What follows belongs to an exercise in optimizing a design on an open flow for small area and a short achievable clock period; a production flow would make more cautious choices. Where RTL was checked, it was by simulation tests only, not by an equivalence proof against the original. The RTL of run 1 was laid out without a check of its function. The flow treats the clock pin as an ideal source, which a real chip does not have.

$ cat flow/design.v
module trk_lane_rx (
    input  wire        clk,
    input  wire        rst,           
    input  wire        blk_valid,
    input  wire [1:0]  blk_sh,        
    input  wire [63:0] blk_pl,        
    input  wire [2:0]  cfg_lane,
    input  wire [1:0]  cfg_step,
    output reg         locked,
    output reg         dat_valid,
    output wire [7:0]  dat_idx,
    output wire [63:0] dat_pl,
    output reg         hdr_valid,
    output reg         hdr_ok,
    output reg  [47:0] hdr_fcnt,
    output reg  [15:0] hdr_claim,
    output reg  [3:0]  hdr_ql,
    output reg  [1:0]  hdr_step,
    output reg  [2:0]  hdr_state,
    output reg  [7:0]  hdr_msg,
    output reg         crc_valid,
    output reg         crc_ok
);
    reg  [57:0]  hist;
    wire [121:0] sbits = {blk_pl, hist};
    reg  [63:0]  desc;
    integer k;
    always @* for (k = 0; k < 64; k = k + 1) desc[k] = sbits[58 + k] ^ sbits[19 + k] ^ sbits[k];
    reg        lk;          
    reg        prev_hdr;    
    reg        bad_prev;    
    reg        have_prev;   
    reg  [7:0] cnt;         
    reg  [1:0] win;         
    reg  [4:0] err;         
    reg [63:0] dreg;        
    reg        t1_b0;       
    reg        t1_b1;       
    reg        t1_sh;       
    reg        t1_ls;       
    reg        t1_se;       
    reg        ok0;         
    reg [7:0]  z8;          
    reg [15:0] c16;         
    assign dat_pl  = dreg;
    assign dat_idx = cnt;
    wire [63:0] v8 = dreg;
    wire [7:0]  f8;
    wire q_64 = v8[20] ^ v8[28];
    wire q_65 = v8[5] ^ v8[21];
    wire q_66 = v8[33] ^ v8[42];
    wire q_67 = v8[11] ^ q_64;
    wire q_68 = v8[39] ^ v8[54];
    wire q_69 = v8[14] ^ q_66;
    wire q_70 = v8[63] ^ q_65;
    wire q_71 = v8[35] ^ v8[57];
    wire q_72 = v8[19] ^ v8[41];
    wire q_73 = v8[12] ^ v8[17];
    wire q_74 = v8[2] ^ v8[29];
    wire q_75 = v8[36] ^ v8[58];
    wire q_76 = v8[15] ^ v8[53];
    wire q_77 = v8[31] ^ q_70;
    wire q_78 = v8[1] ^ q_76;
    wire q_79 = v8[40] ^ v8[55];
    wire q_80 = v8[27] ^ q_79;
    wire q_81 = q_73 ^ q_77;
    wire q_82 = v8[16] ^ q_74;
    wire q_83 = v8[26] ^ q_68;
    wire q_84 = v8[34] ^ v8[59];
    wire q_85 = v8[10] ^ q_67;
    wire q_86 = v8[60] ^ q_69;
    wire q_87 = v8[61] ^ q_84;
    wire q_88 = v8[4] ^ v8[30];
    wire q_89 = v8[48] ^ q_86;
    wire q_90 = q_72 ^ q_88;
    wire q_91 = v8[49] ^ q_83;
    wire q_92 = q_71 ^ q_82;
    wire q_93 = v8[37] ^ q_85;
    wire q_94 = v8[22] ^ q_87;
    wire q_95 = v8[32] ^ v8[56];
    wire q_96 = v8[6] ^ q_80;
    wire q_97 = v8[23] ^ v8[62];
    wire q_98 = v8[8] ^ q_75;
    wire q_99 = q_78 ^ q_97;
    wire q_100 = v8[51] ^ q_81;
    wire q_101 = v8[24] ^ v8[50];
    wire q_102 = v8[18] ^ q_95;
    wire q_103 = v8[38] ^ q_90;
    wire q_104 = q_94 ^ q_96;
    wire q_105 = v8[0] ^ v8[3];
    wire q_106 = v8[7] ^ q_92;
    wire q_107 = v8[25] ^ q_99;
    wire q_108 = v8[47] ^ q_93;
    wire q_109 = v8[43] ^ v8[44];
    wire q_110 = v8[46] ^ q_91;
    wire q_111 = v8[13] ^ v8[52];
    wire q_112 = v8[30] ^ q_100;
    wire q_113 = q_106 ^ q_109;
    wire q_114 = v8[56] ^ q_98;
    wire q_115 = v8[62] ^ q_108;
    wire q_116 = v8[9] ^ v8[45];
    wire q_117 = q_101 ^ q_115;
    wire q_118 = q_107 ^ q_110;
    wire q_119 = q_102 ^ q_111;
    wire q_120 = v8[0] ^ v8[2];
    wire q_121 = v8[9] ^ v8[10];
    wire q_122 = v8[25] ^ v8[28];
    wire q_123 = v8[53] ^ q_75;
    wire q_124 = q_120 ^ q_121;
    wire q_125 = q_122 ^ q_80;
    wire q_126 = q_83 ^ q_123;
    wire q_127 = q_124 ^ q_103;
    wire q_128 = q_119 ^ q_125;
    wire q_129 = q_126 ^ q_89;
    wire q_130 = q_127 ^ q_128;
    wire q_131 = q_100 ^ q_129;
    wire q_132 = q_130 ^ q_131;
    wire q_133 = v8[1] ^ v8[19];
    wire q_134 = v8[59] ^ q_105;
    wire q_135 = q_133 ^ q_70;
    wire q_136 = q_134 ^ q_92;
    wire q_137 = q_114 ^ q_135;
    wire q_138 = q_89 ^ q_136;
    wire q_139 = q_137 ^ q_138;
    wire q_140 = q_139 ^ q_117;
    wire q_141 = v8[7] ^ v8[20];
    wire q_142 = v8[38] ^ v8[40];
    wire q_143 = v8[47] ^ v8[52];
    wire q_144 = q_71 ^ q_141;
    wire q_145 = q_142 ^ q_143;
    wire q_146 = q_87 ^ q_144;
    wire q_147 = q_145 ^ q_146;
    wire q_148 = q_89 ^ q_147;
    wire q_149 = q_118 ^ q_148;
    wire q_150 = q_112 ^ q_149;
    wire q_151 = v8[18] ^ v8[26];
    wire q_152 = v8[36] ^ v8[42];
    wire q_153 = v8[46] ^ v8[54];
    wire q_154 = q_116 ^ q_151;
    wire q_155 = q_152 ^ q_153;
    wire q_156 = q_82 ^ q_154;
    wire q_157 = q_155 ^ q_156;
    wire q_158 = q_81 ^ q_104;
    wire q_159 = q_157 ^ q_158;
    wire q_160 = q_159 ^ q_117;
    wire q_161 = v8[16] ^ v8[17];
    wire q_162 = v8[27] ^ v8[33];
    wire q_163 = v8[35] ^ v8[44];
    wire q_164 = v8[60] ^ v8[61];
    wire q_165 = q_65 ^ q_116;
    wire q_166 = q_161 ^ q_162;
    wire q_167 = q_163 ^ q_164;
    wire q_168 = q_90 ^ q_98;
    wire q_169 = q_165 ^ q_166;
    wire q_170 = q_167 ^ q_85;
    wire q_171 = q_168 ^ q_169;
    wire q_172 = q_170 ^ q_171;
    wire q_173 = q_118 ^ q_172;
    wire q_174 = v8[3] ^ v8[13];
    wire q_175 = v8[15] ^ v8[24];
    wire q_176 = v8[41] ^ v8[45];
    wire q_177 = v8[55] ^ q_64;
    wire q_178 = q_66 ^ q_68;
    wire q_179 = q_174 ^ q_175;
    wire q_180 = q_176 ^ q_177;
    wire q_181 = q_178 ^ q_179;
    wire q_182 = q_94 ^ q_114;
    wire q_183 = q_180 ^ q_181;
    wire q_184 = q_182 ^ q_183;
    wire q_185 = q_113 ^ q_184;
    wire q_186 = q_112 ^ q_185;
    wire q_187 = v8[12] ^ v8[21];
    wire q_188 = v8[34] ^ v8[50];
    wire q_189 = v8[54] ^ v8[58];
    wire q_190 = q_95 ^ q_187;
    wire q_191 = q_188 ^ q_189;
    wire q_192 = q_67 ^ q_190;
    wire q_193 = q_191 ^ q_86;
    wire q_194 = q_96 ^ q_99;
    wire q_195 = q_103 ^ q_192;
    wire q_196 = q_193 ^ q_194;
    wire q_197 = q_195 ^ q_113;
    wire q_198 = q_196 ^ q_197;
    wire q_199 = v8[5] ^ v8[29];
    wire q_200 = v8[31] ^ v8[43];
    wire q_201 = v8[57] ^ q_72;
    wire q_202 = q_105 ^ q_199;
    wire q_203 = q_200 ^ q_69;
    wire q_204 = q_78 ^ q_201;
    wire q_205 = q_202 ^ q_91;
    wire q_206 = q_119 ^ q_203;
    wire q_207 = q_204 ^ q_93;
    wire q_208 = q_104 ^ q_205;
    wire q_209 = q_206 ^ q_207;
    wire q_210 = q_208 ^ q_209;
    assign f8[0] = q_132;
    assign f8[1] = q_140;
    assign f8[2] = q_150;
    assign f8[3] = q_160;
    assign f8[4] = q_173;
    assign f8[5] = q_186;
    assign f8[6] = q_198;
    assign f8[7] = q_210;
    wire [7:0]  zin;
    wire z_16 = f8[3] ^ dreg[58];
    wire z_17 = f8[5] ^ dreg[61];
    wire z_18 = f8[0] ^ dreg[57];
    wire z_19 = f8[4] ^ z_17;
    wire z_20 = f8[1] ^ z_18;
    wire z_21 = dreg[63] ^ z_16;
    wire z_22 = dreg[59] ^ z_19;
    wire z_23 = dreg[62] ^ z_22;
    wire z_24 = f8[6] ^ z_16;
    wire z_25 = z_20 ^ z_21;
    wire z_26 = f8[1] ^ f8[2];
    wire z_27 = dreg[60] ^ z_17;
    wire z_28 = z_26 ^ z_24;
    wire z_29 = z_27 ^ z_28;
    wire z_30 = f8[1] ^ f8[7];
    wire z_31 = dreg[56] ^ dreg[58];
    wire z_32 = z_30 ^ z_31;
    wire z_33 = z_32 ^ z_22;
    wire z_34 = dreg[61] ^ z_25;
    wire z_35 = z_24 ^ z_23;
    wire z_36 = f8[6] ^ f8[7];
    wire z_37 = z_18 ^ z_36;
    wire z_38 = z_19 ^ z_37;
    wire z_39 = f8[0] ^ f8[2];
    wire z_40 = f8[7] ^ dreg[59];
    wire z_41 = z_39 ^ z_40;
    wire z_42 = z_21 ^ z_41;
    wire z_43 = f8[4] ^ dreg[60];
    wire z_44 = z_43 ^ z_25;
    wire z_45 = f8[2] ^ dreg[56];
    wire z_46 = dreg[63] ^ z_45;
    wire z_47 = z_20 ^ z_46;
    wire z_48 = z_47 ^ z_23;
    assign zin[0] = z_29;
    assign zin[1] = ~z_33;
    assign zin[2] = z_34;
    assign zin[3] = ~z_35;
    assign zin[4] = ~z_38;
    assign zin[5] = ~z_42;
    assign zin[6] = ~z_44;
    assign zin[7] = ~z_48;
    wire [63:0] v16;
    wire [15:0] f16;
    genvar gi;
    generate for (gi = 0; gi < 16; gi = gi + 1) begin : g_inj
        assign v16[gi] = dreg[gi] ^ (c16[15 - gi] | (cnt == 8'd2));
    end endgenerate
    assign v16[63:16] = dreg[63:16];
    wire p_64 = v16[10] ^ v16[33];
    wire p_65 = v16[9] ^ v16[41];
    wire p_66 = v16[11] ^ v16[34];
    wire p_67 = v16[8] ^ v16[37];
    wire p_68 = v16[1] ^ v16[39];
    wire p_69 = v16[2] ^ v16[38];
    wire p_70 = v16[4] ^ v16[40];
    wire p_71 = v16[12] ^ v16[35];
    wire p_72 = v16[3] ^ p_65;
    wire p_73 = v16[46] ^ v16[54];
    wire p_74 = v16[43] ^ v16[51];
    wire p_75 = v16[5] ^ v16[6];
    wire p_76 = v16[0] ^ v16[44];
    wire p_77 = v16[7] ^ v16[36];
    wire p_78 = v16[42] ^ v16[50];
    wire p_79 = v16[47] ^ v16[55];
    wire p_80 = v16[45] ^ v16[53];
    wire p_81 = p_64 ^ p_68;
    wire p_82 = v16[31] ^ p_67;
    wire p_83 = v16[18] ^ p_66;
    wire p_84 = v16[16] ^ v16[32];
    wire p_85 = v16[52] ^ p_76;
    wire p_86 = v16[49] ^ p_72;
    wire p_87 = v16[48] ^ p_70;
    wire p_88 = v16[28] ^ p_71;
    wire p_89 = v16[20] ^ p_77;
    wire p_90 = v16[15] ^ p_82;
    wire p_91 = v16[59] ^ p_79;
    wire p_92 = v16[25] ^ p_69;
    wire p_93 = v16[13] ^ v16[57];
    wire p_94 = p_75 ^ p_86;
    wire p_95 = v16[14] ^ p_73;
    wire p_96 = v16[24] ^ p_81;
    wire p_97 = v16[27] ^ p_78;
    wire p_98 = v16[23] ^ v16[30];
    wire p_99 = v16[19] ^ p_87;
    wire p_100 = p_66 ^ p_74;
    wire p_101 = v16[58] ^ p_89;
    wire p_102 = v16[9] ^ p_80;
    wire p_103 = v16[29] ^ p_85;
    wire p_104 = v16[56] ^ p_71;
    wire p_105 = v16[0] ^ p_84;
    wire p_106 = v16[22] ^ p_103;
    wire p_107 = v16[8] ^ p_83;
    wire p_108 = v16[21] ^ p_88;
    wire p_109 = p_97 ^ p_101;
    wire p_110 = v16[61] ^ p_93;
    wire p_111 = v16[17] ^ p_96;
    wire p_112 = v16[26] ^ p_64;
    wire p_113 = v16[15] ^ p_72;
    wire p_114 = p_90 ^ p_102;
    wire p_115 = p_74 ^ p_92;
    wire p_116 = v16[48] ^ p_104;
    wire p_117 = p_94 ^ p_112;
    wire p_118 = p_91 ^ p_111;
    wire p_119 = v16[10] ^ p_109;
    wire p_120 = p_91 ^ p_113;
    wire p_121 = v16[56] ^ v16[60];
    wire p_122 = v16[6] ^ v16[14];
    wire p_123 = p_81 ^ p_105;
    wire p_124 = p_98 ^ p_123;
    wire p_125 = v16[21] ^ p_80;
    wire p_126 = p_79 ^ p_107;
    wire p_127 = p_100 ^ p_119;
    wire p_128 = v16[12] ^ p_121;
    wire p_129 = v16[5] ^ p_92;
    wire p_130 = p_78 ^ p_110;
    wire p_131 = v16[62] ^ p_127;
    wire p_132 = v16[40] ^ p_126;
    wire p_133 = v16[7] ^ p_118;
    wire p_134 = v16[17] ^ p_69;
    wire p_135 = v16[11] ^ v16[63];
    wire p_136 = v16[32] ^ p_106;
    wire p_137 = v16[26] ^ p_67;
    wire p_138 = v16[1] ^ p_114;
    wire p_139 = v16[4] ^ p_125;
    wire p_140 = p_77 ^ p_85;
    wire p_141 = v16[27] ^ p_87;
    wire p_142 = v16[49] ^ p_129;
    wire p_143 = p_108 ^ p_135;
    wire p_144 = v16[19] ^ p_130;
    wire p_145 = v16[58] ^ p_95;
    wire p_146 = p_70 ^ p_131;
    wire p_147 = v16[32] ^ p_141;
    wire p_148 = p_82 ^ p_133;
    wire p_149 = v16[2] ^ p_99;
    wire p_150 = v16[23] ^ p_115;
    wire p_151 = v16[5] ^ v16[14];
    wire p_152 = v16[30] ^ v16[41];
    wire p_153 = v16[55] ^ v16[59];
    wire p_154 = p_74 ^ p_151;
    wire p_155 = p_152 ^ p_153;
    wire p_156 = p_154 ^ p_155;
    wire p_157 = p_90 ^ p_140;
    wire p_158 = p_156 ^ p_143;
    wire p_159 = p_157 ^ p_158;
    wire p_160 = v16[13] ^ v16[29];
    wire p_161 = v16[30] ^ v16[35];
    wire p_162 = v16[54] ^ p_122;
    wire p_163 = p_160 ^ p_161;
    wire p_164 = p_162 ^ p_163;
    wire p_165 = p_164 ^ p_146;
    wire p_166 = v16[29] ^ v16[34];
    wire p_167 = v16[39] ^ v16[53];
    wire p_168 = p_166 ^ p_167;
    wire p_169 = p_88 ^ p_168;
    wire p_170 = p_169 ^ p_144;
    wire p_171 = p_117 ^ p_170;
    wire p_172 = v16[28] ^ v16[33];
    wire p_173 = v16[52] ^ p_65;
    wire p_174 = p_172 ^ p_128;
    wire p_175 = p_173 ^ p_107;
    wire p_176 = p_174 ^ p_142;
    wire p_177 = p_147 ^ p_175;
    wire p_178 = p_176 ^ p_177;
    wire p_179 = v16[3] ^ v16[11];
    wire p_180 = v16[26] ^ v16[51];
    wire p_181 = p_179 ^ p_180;
    wire p_182 = p_181 ^ p_147;
    wire p_183 = p_182 ^ p_148;
    wire p_184 = v16[10] ^ v16[39];
    wire p_185 = v16[44] ^ v16[50];
    wire p_186 = v16[52] ^ p_75;
    wire p_187 = p_84 ^ p_184;
    wire p_188 = p_185 ^ p_137;
    wire p_189 = p_186 ^ p_187;
    wire p_190 = p_145 ^ p_188;
    wire p_191 = p_189 ^ p_120;
    wire p_192 = p_143 ^ p_150;
    wire p_193 = p_190 ^ p_191;
    wire p_194 = p_192 ^ p_193;
    wire p_195 = v16[22] ^ v16[24];
    wire p_196 = p_93 ^ p_195;
    wire p_197 = p_95 ^ p_196;
    wire p_198 = p_197 ^ p_142;
    wire p_199 = p_138 ^ p_198;
    wire p_200 = p_199 ^ p_146;
    wire p_201 = p_98 ^ p_122;
    wire p_202 = p_137 ^ p_201;
    wire p_203 = p_86 ^ p_96;
    wire p_204 = p_116 ^ p_139;
    wire p_205 = p_140 ^ p_202;
    wire p_206 = p_144 ^ p_203;
    wire p_207 = p_204 ^ p_205;
    wire p_208 = p_206 ^ p_207;
    wire p_209 = v16[13] ^ v16[60];
    wire p_210 = p_209 ^ p_89;
    wire p_211 = p_116 ^ p_210;
    wire p_212 = p_94 ^ p_150;
    wire p_213 = p_211 ^ p_132;
    wire p_214 = p_136 ^ p_212;
    wire p_215 = p_213 ^ p_214;
    wire p_216 = v16[22] ^ p_73;
    wire p_217 = p_75 ^ p_78;
    wire p_218 = p_100 ^ p_216;
    wire p_219 = p_217 ^ p_108;
    wire p_220 = p_218 ^ p_149;
    wire p_221 = p_219 ^ p_220;
    wire p_222 = p_221 ^ p_148;
    wire p_223 = v16[38] ^ v16[47];
    wire p_224 = p_73 ^ p_223;
    wire p_225 = p_83 ^ p_224;
    wire p_226 = p_139 ^ p_225;
    wire p_227 = p_94 ^ p_109;
    wire p_228 = p_124 ^ p_226;
    wire p_229 = p_227 ^ p_228;
    wire p_230 = v16[20] ^ v16[35];
    wire p_231 = v16[46] ^ v16[57];
    wire p_232 = p_80 ^ p_230;
    wire p_233 = p_231 ^ p_134;
    wire p_234 = p_232 ^ p_90;
    wire p_235 = p_99 ^ p_233;
    wire p_236 = p_234 ^ p_235;
    wire p_237 = p_117 ^ p_136;
    wire p_238 = p_236 ^ p_237;
    wire p_239 = v16[25] ^ v16[45];
    wire p_240 = v16[63] ^ p_68;
    wire p_241 = p_239 ^ p_83;
    wire p_242 = p_104 ^ p_105;
    wire p_243 = p_240 ^ p_241;
    wire p_244 = p_242 ^ p_120;
    wire p_245 = p_149 ^ p_243;
    wire p_246 = p_244 ^ p_245;
    wire p_247 = v16[3] ^ v16[15];
    wire p_248 = v16[31] ^ v16[62];
    wire p_249 = p_69 ^ p_76;
    wire p_250 = p_247 ^ p_248;
    wire p_251 = p_249 ^ p_250;
    wire p_252 = p_145 ^ p_251;
    wire p_253 = p_111 ^ p_252;
    wire p_254 = p_132 ^ p_253;
    wire p_255 = v16[7] ^ v16[37];
    wire p_256 = v16[43] ^ p_255;
    wire p_257 = p_95 ^ p_102;
    wire p_258 = p_110 ^ p_134;
    wire p_259 = p_256 ^ p_257;
    wire p_260 = p_258 ^ p_124;
    wire p_261 = p_259 ^ p_260;
    wire p_262 = v16[6] ^ v16[13];
    wire p_263 = v16[36] ^ v16[38];
    wire p_264 = v16[42] ^ p_84;
    wire p_265 = p_262 ^ p_263;
    wire p_266 = p_128 ^ p_264;
    wire p_267 = p_265 ^ p_266;
    wire p_268 = p_106 ^ p_267;
    wire p_269 = p_138 ^ p_268;
    assign f16[0] = p_159;
    assign f16[1] = p_165;
    assign f16[2] = p_171;
    assign f16[3] = p_178;
    assign f16[4] = p_183;
    assign f16[5] = p_194;
    assign f16[6] = p_200;
    assign f16[7] = p_208;
    assign f16[8] = p_215;
    assign f16[9] = p_222;
    assign f16[10] = p_229;
    assign f16[11] = p_238;
    assign f16[12] = p_246;
    assign f16[13] = p_254;
    assign f16[14] = p_261;
    assign f16[15] = p_269;
    wire hdr_good = ok0 && t1_sh && t1_ls && (dreg[7:0] == 8'h47) && (f8 == z8);
    wire hdr_lost = t1_b1 && bad_prev && !hdr_good;
    wire t1_take  = dat_valid || t1_b0 || t1_b1;
    wire se_lost  = t1_take && t1_se && (err == 5'd31);
    wire lk_eff   = lk && !hdr_lost && !se_lost;
    wire is_hdr   = (blk_sh == 2'b01);
    wire is_dat   = (blk_sh == 2'b10);
    wire nb0      = (cnt == 8'd255);     
    wire nb1      = (cnt == 8'd0);       
    wire take     = blk_valid && lk_eff;
    wire lock_now = blk_valid && !lk_eff && is_hdr && prev_hdr;
    wire [7:0] cnt_n;
    trk_cnt_sel u_cnt_sel (.lock(lock_now), .take(take), .inc(cnt + 8'd1), .cur(cnt), .nxt(cnt_n));
    always @(posedge clk) begin
        if (blk_valid) hist <= blk_pl[63:6];
        dreg   <= desc;
        t1_sh  <= is_hdr;
        t1_se  <= (nb0 || nb1) ? !is_hdr : !is_dat;
        t1_ls  <= (desc[30:28] == cfg_lane) && (desc[33:32] == cfg_step);
        hdr_claim <= dreg[23:8];
        hdr_ql    <= dreg[27:24];
        hdr_step  <= dreg[33:32];
        hdr_state <= dreg[36:34];
        hdr_msg   <= dreg[47:40];
        hdr_ok    <= hdr_good;
        crc_ok    <= (dreg[63:48] == c16);
        if (t1_b0) begin
            z8  <= zin;
            ok0 <= t1_sh && (dreg[7:0] == 8'hB8);
            hdr_fcnt <= dreg[55:8];
        end
        if (dat_valid) c16 <= f16;
        cnt <= cnt_n;
        if (lock_now) begin
            win <= 2'd0; err <= 5'd0; bad_prev <= 1'b0; have_prev <= 1'b0;
        end else begin
            if (t1_take) begin
                if (t1_b1) win <= win + 2'd1;
                err <= (t1_b1 && win == 2'd3) ? 5'd0 : err + {4'd0, t1_se};
            end
            if (t1_b1) bad_prev <= !hdr_good;
            if (take && cnt == 8'd254) have_prev <= 1'b1;
        end
        if (rst) begin
            lk <= 1'b0; prev_hdr <= 1'b0; locked <= 1'b0;
            dat_valid <= 1'b0; t1_b0 <= 1'b0; t1_b1 <= 1'b0;
            hdr_valid <= 1'b0; crc_valid <= 1'b0;
        end else begin
            if (blk_valid) prev_hdr <= is_hdr;
            lk        <= lk_eff || lock_now;
            locked    <= lk_eff;
            dat_valid <= take && !nb0 && !nb1;
            t1_b0     <= take && nb0;
            t1_b1     <= take && nb1;
            hdr_valid <= t1_b1;
            crc_valid <= t1_b1 && hdr_good && have_prev;
        end
    end
endmodule
module trk_cnt_sel (
    input  wire       lock,
    input  wire       take,
    input  wire [7:0] inc,
    input  wire [7:0] cur,
    output wire [7:0] nxt
);
    assign nxt = lock ? 8'd1 : take ? inc : cur;
endmodule
$ cat flow/flow/run.sh
#!/bin/bash
# Layout: the standard ORFS flow (standard.sh) with extra make settings from flow/params.sh:
# a smaller port-buffer cell, timing repair aimed at a tighter setup margin, smaller clock-tree
# clusters, and a two-level clock tree (flow/cts_post.tcl).
set -euo pipefail
source flow/params.sh
bash standard.sh "${ARGS[@]}" "POST_CTS_TCL=$PWD/flow/cts_post.tcl" finish > standard_flow.log 2>&1
$ cat flow/flow/cts_post.tcl
# After CTS: take out the H-tree's branch level and drive the leaf clock
# buffers from four root buffers on the clock port, one per quarter of the
# leaves, each placed at the middle of its leaves. Every flip-flop stays two
# like buffers from the clock port.
set block [ord::get_db_block]
set root [$block findInst clkbuf_0_clk]
if {$root != "NULL"} {
  set rootnet [[$root findITerm X] getNet]
  set clknet [[$root findITerm A] getNet]
  foreach inst [$block getInsts] {
    if {![string match "clkbuf_1_*" [$inst getName]]} { continue }
    if {[[$inst findITerm A] getNet] != $rootnet} { continue }
    set onet [[$inst findITerm X] getNet]
    foreach it [$onet getITerms] {
      if {[$it getInst] == $inst} { continue }
      $it disconnect
      $it connect $rootnet
    }
    puts "cts_post: removed [$inst getName]"
    odb::dbInst_destroy $inst
    odb::dbNet_destroy $onet
  }
  set leaves {}
  foreach it [$rootnet getITerms] { if {[$it getInst] != $root} { lappend leaves $it } }
  proc cmp_x {a b} { return [expr {[lindex [[$a getInst] getLocation] 0] - [lindex [[$b getInst] getLocation] 0]}] }
  proc cmp_y {a b} { return [expr {[lindex [[$a getInst] getLocation] 1] - [lindex [[$b getInst] getLocation] 1]}] }
  set sx [lsort -command cmp_x $leaves]
  set h [expr {[llength $sx] / 2}]
  set groups {}
  foreach part [list [lrange $sx 0 [expr {$h - 1}]] [lrange $sx $h end]] {
    set sy [lsort -command cmp_y $part]
    set q [expr {[llength $sy] / 2}]
    lappend groups [lrange $sy 0 [expr {$q - 1}]] [lrange $sy $q end]
  }
  set i 0
  foreach g $groups {
    if {[llength $g] == 0} { continue }
    if {$i == 0} {
      set r $root; set n $rootnet
    } else {
      set r [odb::dbInst_create $block [$root getMaster] "clkbuf_0_${i}_clk"]
      set n [odb::dbNet_create $block "clknet_0_${i}_clk"]
      $n setSigType CLOCK
      [$r findITerm A] connect $clknet
      [$r findITerm X] connect $n
    }
    set sxx 0; set syy 0; set k 0
    foreach it $g {
      if {$i != 0} { $it disconnect; $it connect $n }
      set l [[$it getInst] getLocation]
      incr sxx [lindex $l 0]; incr syy [lindex $l 1]; incr k
    }
    $r setLocation [expr {$sxx / $k}] [expr {$syy / $k}]
    $r setPlacementStatus PLACED
    puts "cts_post: [$r getName] drives $k leaves"
    incr i
  }
  detailed_placement
  check_placement -verbose
  estimate_parasitics -placement
  report_clock_latency
}
$ cat flow/flow/params.sh
ARGS=("BUFFER_PORTS_ARGS=-buffer_cell sky130_fd_sc_hd__buf_2" SETUP_SLACK_MARGIN=9.7 TNS_END_PERCENT=0 CTS_CLUSTER_SIZE=25 CTS_CLUSTER_DIAMETER=100)
$ cat flow/standard.sh
#!/bin/bash
# synth_recipe.tcl (not shown) runs the flow's synth.tcl, then flattens the netlist and writes it again
# the make line also repeats each setting of config.mk as NAME=value (left out here)
make -C /OpenROAD-flow-scripts/flow DESIGN_CONFIG=/design/flow/config.mk WORK_HOME=/design/flow/orfs CLKGATE_MAP_FILE= SYNTH_SCRIPT=/design/flow/synth_recipe.tcl "${@:-finish}"
$ cat flow/config.mk
export PLATFORM = sky130hd
export DESIGN_NAME = trk_lane_rx
export DESIGN_NICKNAME = trk_lane_rx
export VERILOG_FILES = /design/flow/design.v
export SDC_FILE = /design/flow/constraint.sdc
export NUM_CORES = 4
export LEC_CHECK = 0
export CAP_MARGIN = 20
export CORE_MARGIN = 2
export CORE_UTILIZATION = 40
export SLEW_MARGIN = 20
export SYNTH_HIERARCHICAL = 1
export SYNTH_MINIMUM_KEEP_SIZE = 0
$ cat flow/constraint.sdc
create_clock -name core_clock -period 13.5 [get_ports {clk}]
set_input_delay 2.7000 -clock core_clock [delete_from_list [all_inputs] [get_ports {clk}]]
set_output_delay 2.7000 -clock core_clock [all_outputs]
set_load 0.01 [all_outputs]
==> results of run 1 <==
## per-module statistics from Yosys (local to each module, per instance)
module,copies in the design,flops+latches,area [um^2]
trk_lane_rx,1,258,12530
trk_cnt_sel,1,0,128.9
## flip-flops by register name (all words and copies together) (netlist names), 5 cells and up
| register | count |
|---|---|
| dreg | 64 |
| hdr_fcnt | 48 |
| hist | 58 |
| c16 | 16 |
| err | 5 |
| cnt | 8 |
| z8 | 8 |
| hdr_msg | 8 |
| hdr_claim | 16 |
## area by class of cell, without the clock buffers
cell class	count	area, um^2
buffer	3	75.07
inverter	5	22.52
timing repair buffer	243	1275
multi-input combinational	653	5996
clock inverter	5	61.31
sequential	258	6653
tap	402	503.0
fill	2870	16460
## synth_stat cells (all sizes together) (2+ instances only)
library cell,n,area share [%]
inv,5,0.15
xor2,85,5.9
nand3,9,0.45
clkbuf,15,0.44
nor3,6,0.32
xnor2,411,29
nand4,12,0.59
a21oi,5,0.29
and3,2,0.099
nor4,4,0.32
xor3,2,0.38
nor2b,3,0.17
a31oi,8,0.40
dfxtp,127,20
xnor3,35,6.3
nand2,13,0.39
nand4b,2,0.14
nor2,30,0.89
ha,6,0.59
mux2i,10,0.79
buf,17,0.87
edfxtp,131,31
## metal layers
layer  up-vias  global-route usage, %  wire length (um)
li1       3572                      -                 -
met1      3608                  28.11             15350
met2       274                  36.05             16880
met3        60                  5.195              2413
met4         0                  6.968               995
met5         -                      0                 0
## how the worst max path moves through the flow
stage / startpoint / end / slack (ns) / cells past startpoint
global route: blk_valid / cnt[7] / 9.63 / 6
finish: blk_valid / cnt[0] / 9.71 / 6
global placement: blk_valid / have_prev / 9.01 / 5
floorplan: blk_sh[0] / cnt[1] / 9.78 / 5
detailed placement: blk_valid / cnt[0] / 8.98 / 6
## critical path, delay by kind of cell
| kind | cells | cell delay [ns] |
|---|---|---|
| simple gates | 2 | 0.26 |
| buf+inv | 3 | 0.79 |
| compound gates | 1 | 0.26 |
## metrics by stage
step	util, %	setup slack, ns	instance area, um^2
floorplan	-	9.775	12660
global placement	45.19	9.011	14180
detailed placement	45.19	8.975	14180
global route	47.57	9.632	14930
finish	47.57	9.707	14930
## cell families (layout without fill, tap and decap cells)
group	count (synthesis)	count (layout)
and+or+nand+nor	86	86
DFF	258	258
AOI/OAI and AO/OA	18	18
muxes	10	10
xor gates and xnor gates	533	533
adders and majority gates	6	6
buffers and inverters	37	275
==> run summary, run 1 <==
* Status: complete, no violations
* Commonest non-fill, non-tap cell in the layout: xnor2_1
* GPL Wtd Cong at 0.8940
* Slew headroom at 40.66%
* Clock sink count at 258
* Cell area after synthesis at 0.01266 mm^2
* Fin. Hold Viols at 0
* Area delta synth->final at 17.99%
* CTS tree: yes
* Number of flops mapped to enable cells by yosys at 131
* Final Slew Violations at 0
* Critical-path top delay cell: clkbuf_8
* Critical path required time at 13.73 ns
* Later-pin clock latency in the skew report at 0.34 ns
* Compound-cell area share of the yosys netlist at 1.078%
* Period Utilization, post-route at 28.10%
* DRC marker count from the first detailed-route iteration at 424
* Final wirelength at 35630 um
* Clock-pin slew on the worst setup and hold paths at 0.10 ns
* DRT Pass-1 Iters at 4
* Slowest Stage Delay on Critical Path at 0.44 ns
* Critical path class: input pin to flip-flop
* FF-to-FF End: cnt[0]
* Synth Area in Adders at 0.5932%
* Initial Utilization at 40.31%
* Shortest period the worst path allows at 3.793 ns
* Commonest cells after routing, fill and taps aside: xnor2_1, buf_2, edfxtp_1
* XOR/XNOR Fraction of Synth Area at 41.27%
* Setup slack, reg-to-reg at 9.81 ns
* Number of synthesized register bits at 258
* Yosys warns at 7
* Clock Skews at 0.04026 ns
* DRC viols at 0
* Antenna violations before repair at 0
* Layout Cells excl Fill at 1588
* Cell variety after synth at 43
* Placed cells at 1554
* Final ANT Viol Nets at 0
* DP HPWL at 27610 um
* Die W at 181.9 um
* Largest net degree at the start of global routing at 62
* Share of layout cells above drive strength 1 at 29.34%
* Synth Flop Type: edfxtp_1
* Hold crit path type: flip-flop to flip-flop
* Multiplexer share of the synthesized area at 0.7909%
* Nets at 1257
* Crit path DAT at 4.02 ns
* Startpoint Class: input pin
* Global route total overflow at 0
* RSZ-0062 raised after global routing: true
* Hold_sp: dreg[17]
* Setup TNS at 0 ns
* Routed via count at 7514
* Peak Freq at 263.6 MHz
* WHS Path Cells at 0
* R2r startpoint: dreg[17]
* Crit-path max FO at 61
* Post-synthesis cell count at 948
* Port-buffer cells at 232
* Wirelength per Cell at 22.44 um
* Worst setup EP type: flip-flop
* Total GRT Usage at 21.73%
* Inserted Diodes at 0
* R2R depth at 11
* Setup violators final at 0
* Row Count at 65
* Hold endpoint: hdr_claim[9]
* Seq/Total Area, Yosys at 51.17%
* CORE AREA at 0.03139 mm^2
* Synth Area in Simple Gates at 3.638%
* Asr flop ratio synth at 0%
* Max_cap viols at 0
* Crit path cell chain: buf_2 > clkbuf_8 > nand3_4 > clkinvlp_4 > nor2b_2 > a211o_1
* Full die area at 0.03308 mm^2
* Mapped Avg Cell Area at 13.35 um^2
* Number of global-route vias before repair at 7865
* Hold WS at 0.4313 ns
* Synthesized Nets at 1028
* First-pass GRT wire length at 51440 um
* Main combinational cell family by area after synthesis: XOR/XNOR gates
* I/O pin count at 233
* Die extent in y at 181.9 um
* Worst-margin pin slew at 0.8901 ns
* Vias per cell at 4.732
==> run 2, diff against run 1 <==
--- a/flow/design.v
+++ b/flow/design.v
@@ -483,8 +483,6 @@
     wire nb1      = (cnt == 8'd0);       
     wire take     = blk_valid && lk_eff;
     wire lock_now = blk_valid && !lk_eff && is_hdr && prev_hdr;
-    wire [7:0] cnt_n;
-    trk_cnt_sel u_cnt_sel (.lock(lock_now), .take(take), .inc(cnt + 8'd1), .cur(cnt), .nxt(cnt_n));
     always @(posedge clk) begin
         if (blk_valid) hist <= blk_pl[63:6];
         dreg   <= desc;
@@ -504,7 +502,8 @@
             hdr_fcnt <= dreg[55:8];
         end
         if (dat_valid) c16 <= f16;
-        cnt <= cnt_n;
+        if (lock_now) cnt <= 8'd1;
+        else if (take) cnt <= cnt + 8'd1;
         if (lock_now) begin
             win <= 2'd0; err <= 5'd0; bad_prev <= 1'b0; have_prev <= 1'b0;
         end else begin
@@ -531,12 +530,3 @@
         end
     end
 endmodule
-module trk_cnt_sel (
-    input  wire       lock,
-    input  wire       take,
-    input  wire [7:0] inc,
-    input  wire [7:0] cur,
-    output wire [7:0] nxt
-);
-    assign nxt = lock ? 8'd1 : take ? inc : cur;
-endmodule
==> flow/flow/run.sh (replaced) <==
#!/bin/bash
# Layout: the standard ORFS flow (standard.sh) with extra make settings from flow/params.sh:
# a smaller port-buffer cell, timing repair aimed at a tighter setup margin, smaller clock-tree
# clusters, and a two-level clock tree (flow/cts_post.tcl), and the smallest buffer on the payload and configuration inputs (flow/resize_pre.tcl).
set -euo pipefail
source flow/params.sh
bash standard.sh "${ARGS[@]}" "POST_CTS_TCL=$PWD/flow/cts_post.tcl" "PRE_RESIZE_TCL=$PWD/flow/resize_pre.tcl" finish > standard_flow.log 2>&1
==> flow/flow/resize_pre.tcl (new file) <==
# Before repair_design: the payload and configuration input ports, whose paths
# have slack, get the smallest buffer; repair sizes them up where needed.
set block [ord::get_db_block]
set buf1 [[ord::get_db] findMaster sky130_fd_sc_hd__buf_1]
set n 0
foreach bt [$block getBTerms] {
  if {[$bt getIoType] != "INPUT"} { continue }
  if {![string match "blk_pl*" [$bt getName]] && ![string match "cfg_*" [$bt getName]]} { continue }
  set net [$bt getNet]
  if {$net == "NULL"} { continue }
  foreach it [$net getITerms] {
    set inst [$it getInst]
    if {[[$inst getMaster] getName] == "sky130_fd_sc_hd__buf_2" && [string match "input*" [$inst getName]]} {
      $inst swapMaster $buf1
      incr n
    }
  }
}
puts "resize_pre: $n input buffers set to buf_1"
--- a/flow/config.mk
+++ b/flow/config.mk
@@ -9,5 +9,3 @@
 export CORE_MARGIN = 2
 export CORE_UTILIZATION = 40
 export SLEW_MARGIN = 20
-export SYNTH_HIERARCHICAL = 1
-export SYNTH_MINIMUM_KEEP_SIZE = 0
==> run 2 against run 1 <==
Net effect: fmax about the same; register-to-register slack worse by 0.04 ns; clock skew is 0.019 ns lower; highest routed layer unchanged; area after synthesis increased by 0.68%; first-iteration DRC count increased by 16%; hold slack gained 0.019 ns; still clean on timing, DRC and antenna; critical path depth unchanged; utilization shrank 0.62 points; critical endpoint is now cnt[5]; largest cell class unchanged; via count up 2.4%.
==> run summary, run 2 <==
* Main combinational cell family by area after synthesis: XOR/XNOR gates (unchanged)
* First-pass GRT wire length at 52700 um (was 51440 um)
* DRC marker count from the first detailed-route iteration at 490 (was 424)
* Setup TNS at 0 ns (unchanged)
* Period Utilization, post-route at 28.12% (was 28.10%)
* Crit-path max FO at 18 (was 61)
* Critical path required time at 13.76 ns (was 13.73 ns)
* XOR/XNOR Fraction of Synth Area at 41.69% (was 41.27%)
* Hold WS at 0.4503 ns (was 0.4313 ns)
* Synth cell count leaders: xnor2_1, edfxtp_1, dfxtp_1 (unchanged)
* Number of synthesized register bits at 258 (unchanged)
* Commonest cells after routing, fill and taps aside: xnor2_1, buf_2, edfxtp_1 (unchanged)
* Crit path from: blk_valid (unchanged)
* Busiest metal layer after global routing: met2 (unchanged)
* Largest regs: dreg x64, hist x58, hdr_fcnt x48 (unchanged)
* Reg area at 0.006603 mm^2 (was 0.006653 mm^2)
* Asr flop ratio synth at 0% (unchanged)
* Full die area at 0.03330 mm^2 (was 0.03308 mm^2)
* Hold crit path type: flip-flop to flip-flop (unchanged)
* Synth Flop Type: edfxtp_1 (unchanged)
* RSZ-0062 raised after global routing: true (unchanged)
* Synthesized Nets at 1053 (was 1028)
* Routed via count at 7698 (was 7514)
* Startpoint Class: input pin (unchanged)
* Worst setup EP type: flip-flop (unchanged)
* Filler cell count in the final layout at 2857 (was 2870)
* Global route total overflow at 0 (unchanged)
* Largest net degree at the start of global routing at 60 (was 62)
* GPL Wtd Cong at 0.8846 (was 0.8940)
* DRC viols at 0 (unchanged)
* Share of layout cells above drive strength 1 at 22.31% (was 29.34%)
* Antenna violations before repair at 1 (was 0)
* Fin. Hold Viols at 0 (unchanged)
* Multiplexer share of the synthesized area at 0.3142% (was 0.7909%)
* Total GRT Usage at 22.15% (was 21.73%)
* Top reg by flops: dreg (unchanged)
* Number of global-route vias before repair at 7952 (was 7865)
* Synth area leaders: edfxtp_1, xnor2_1, dfxtp_1 (unchanged)
* Number of flops mapped to enable cells by yosys at 131 (unchanged)
* Mapped Avg Cell Area at 13.10 um^2 (was 13.35 um^2)
* Clock sink count at 258 (unchanged)
* Final Slew Violations at 0 (unchanged)
* DRT Pass-1 Iters at 4 (unchanged)
* DP HPWL at 28540 um (was 27610 um)
* Met2 usage at 36.58% (was 36.05%)
* R2R depth at 10 (was 11)
* R2r startpoint: dreg[53] (was dreg[17])
* Cell area after synthesis at 0.01274 mm^2 (was 0.01266 mm^2)
* Share of the synthesized area in the top cell type at 30.87% (was 31.08%)
* Slew headroom at 39.27% (was 40.66%)
* Final ANT Viol Nets at 0 (unchanged)
* Seq/Total Area, Yosys at 50.82% (was 51.17%)
* Synth Area in Adders at 0.5892% (was 0.5932%)
* Count leader, synth: xnor2_1 (unchanged)
* Worst-margin pin slew at 0.9109 ns (was 0.8901 ns)
* Synth Area in Simple Gates at 3.859% (was 3.638%)
* Hold endpoint: hdr_ql[3] (was hdr_claim[9])
* WHS Path Cells at 0 (unchanged)
* Clock Skews at 0.02104 ns (was 0.04026 ns)
* Max FFs per register at 64 (unchanged)
* Die extent in y at 182.5 um (was 181.9 um)
* Final wirelength at 36780 um (was 35630 um)
* Commonest non-fill, non-tap cell in the layout: xnor2_1 (unchanged)
* Clock-pin slew on the worst setup and hold paths at 0.10 ns (about the same)
* Later-pin clock latency in the skew report at 0.32 ns (was 0.34 ns)
* Vias per cell at 4.799 (was 4.732)
* Peak Freq at 263.4 MHz (was 263.6 MHz)
* Nets at 1273 (was 1257)
* Placed cells at 1577 (was 1554)
* Setup violators final at 0 (unchanged)
* Hold_sp: dreg[27] (was dreg[17])
* Port-buffer cells at 232 (unchanged)
* Cell variety after synth at 42 (was 43)
* Shortest period the worst path allows at 3.796 ns (was 3.793 ns)
* Critical path class: input pin to flip-flop (unchanged)
* FF-to-FF End: cnt[5] (was cnt[0])
* Grt met3 use at 4.989% (was 5.195%)
* Compound-cell area share of the yosys netlist at 1.267% (was 1.078%)
* I/O pin count at 233 (unchanged)
* Row Count at 65 (unchanged)
* Cell taking the most area after synthesis: edfxtp_1 (unchanged)
* Crit path DAT at 4.06 ns (was 4.02 ns)
* Yosys warns at 1 (was 7)
* CORE AREA at 0.03147 mm^2 (was 0.03139 mm^2)
* Initial Utilization at 40.48% (was 40.31%)
* Max_cap viols at 0 (unchanged)
* Area of the multi-input gates at 0.006090 mm^2 (was 0.005996 mm^2)
* Layout Cells excl Fill at 1604 (was 1588)
* Die W at 182.5 um (was 181.9 um)
* Area delta synth->final at 15.96% (was 17.99%)
* Met1 GRT Util at 28.93% (was 28.11%)
* CTS tree: yes (unchanged)
* Setup slack, reg-to-reg at 9.77 ns (was 9.81 ns)
* Wirelength per Cell at 22.93 um (was 22.44 um)
* Post-synthesis cell count at 973 (was 948)
* Status: complete, no violations (unchanged)
* Core Util, Final at 46.94% (was 47.57%)
## run 2: cell count changes in the layout (fill, tap and decap cells not counted), moves of 5 or more
| cell | delta |
|---|---|
| dfxtp_4 | -19 |
| nand3_1 | +5 |
| a31oi_1 | -8 |
| buf_2 | -69 |
| dfxtp_2 | +17 |
| a21oi_1 | +7 |
| xnor2_1 | +19 |
| buf_1 | +69 |
| mux2i_1 | -6 |
| xor2_1 | -6 |
## run 2: cells by family (layout without fill, tap and decap cells)
logic type      count (synthesis)  in the layout
mux                             4              4
other cells                     0              1
compound gates                 25             25
flops                         258            258
simple gates                   95             95
buf+inv                        39            267
xor+xnor                      546            546
fa+ha+maj                       6              6
## run 2: worst max path at each step
stage,endpoint,slack [ns],cells past startpoint
5_1_grt,cnt[7],9.52,10
3_5_place_dp,cnt[5],9.39,6
3_3_place_gp,cnt[5],9.38,6
2_1_floorplan,cnt[5],9.71,6
6_report,cnt[5],9.70,6
## run 2: per-stage QoR
stage,instance area [um^2],worst slack (ns)
after floorplan,12740,9.715
after global placement,14270,9.377
final,14780,9.704
after global routing,14770,9.522
after detailed placement,14190,9.387
## run 2: per-layer routing
metal / vias up / routed length, um
met2: 258 / 17550
met1: 3764 / 15790
met4: 0 / 1125
li1: 3625 / -
met3: 51 / 2322
met5: - / 0
## run 2: area by class of cell, without the clock buffers
type	count	area share, %
Sequential cell	258	44.69
Multi-Input combinational cell	676	41.21
Timing Repair Buffer	237	7.579
Tap cell	402	3.404
Buffer	3	0.5081
Clock inverter	4	0.2794
Inverter	5	0.1270
Antenna cell	1	0.01694
## run 2: critical path, stage by stage
cell     delay [ns]
buf_2          0.25
inv_1          0.07
nor2_1         0.14
o21ai_2        0.21
or4_1          0.52
a21oi_1        0.15

re-timing with driven ports:
How much do the figures lean on ideal ports? The routed layouts below were timed once more, with nothing changed but the port constraints.
Step 1 (the two cells are an assumption about what drives the block):
set clk [get_ports {clk}]
set_driving_cell -lib_cell sky130_fd_sc_hd__clkbuf_16 $clk
set_driving_cell -lib_cell sky130_fd_sc_hd__buf_2 [delete_from_list [all_inputs] $clk]
Step 2 times the ports against the registers' clock, not the clock port: input delays grow and output delays shrink by t, the midpoint of the rising clock arrivals with the driver on.
Slacks: ideal ports / drivers / drivers and shift; pairs: ideal ports / drivers.
| run | t, ns | slack for setup (ns) | worst setup path at the end | worst register clock-pin slew, ns | pins driven straight from the clock port |
|---|---|---|---|---|---|
| run 1 | 0.422 | 9.707 / 9.666 / 9.369 | input to register | 0.10 / 0.10 | 4 |
| run 2 | 0.417 | 9.704 / 9.652 / 9.364 | input to register | 0.10 / 0.10 | 4 |
After both steps setup and hold are still met in every run listed. For run 2, which loses most, drivers alone change the setup slack by -0.052 ns; drivers and shift together by -0.340 ns.
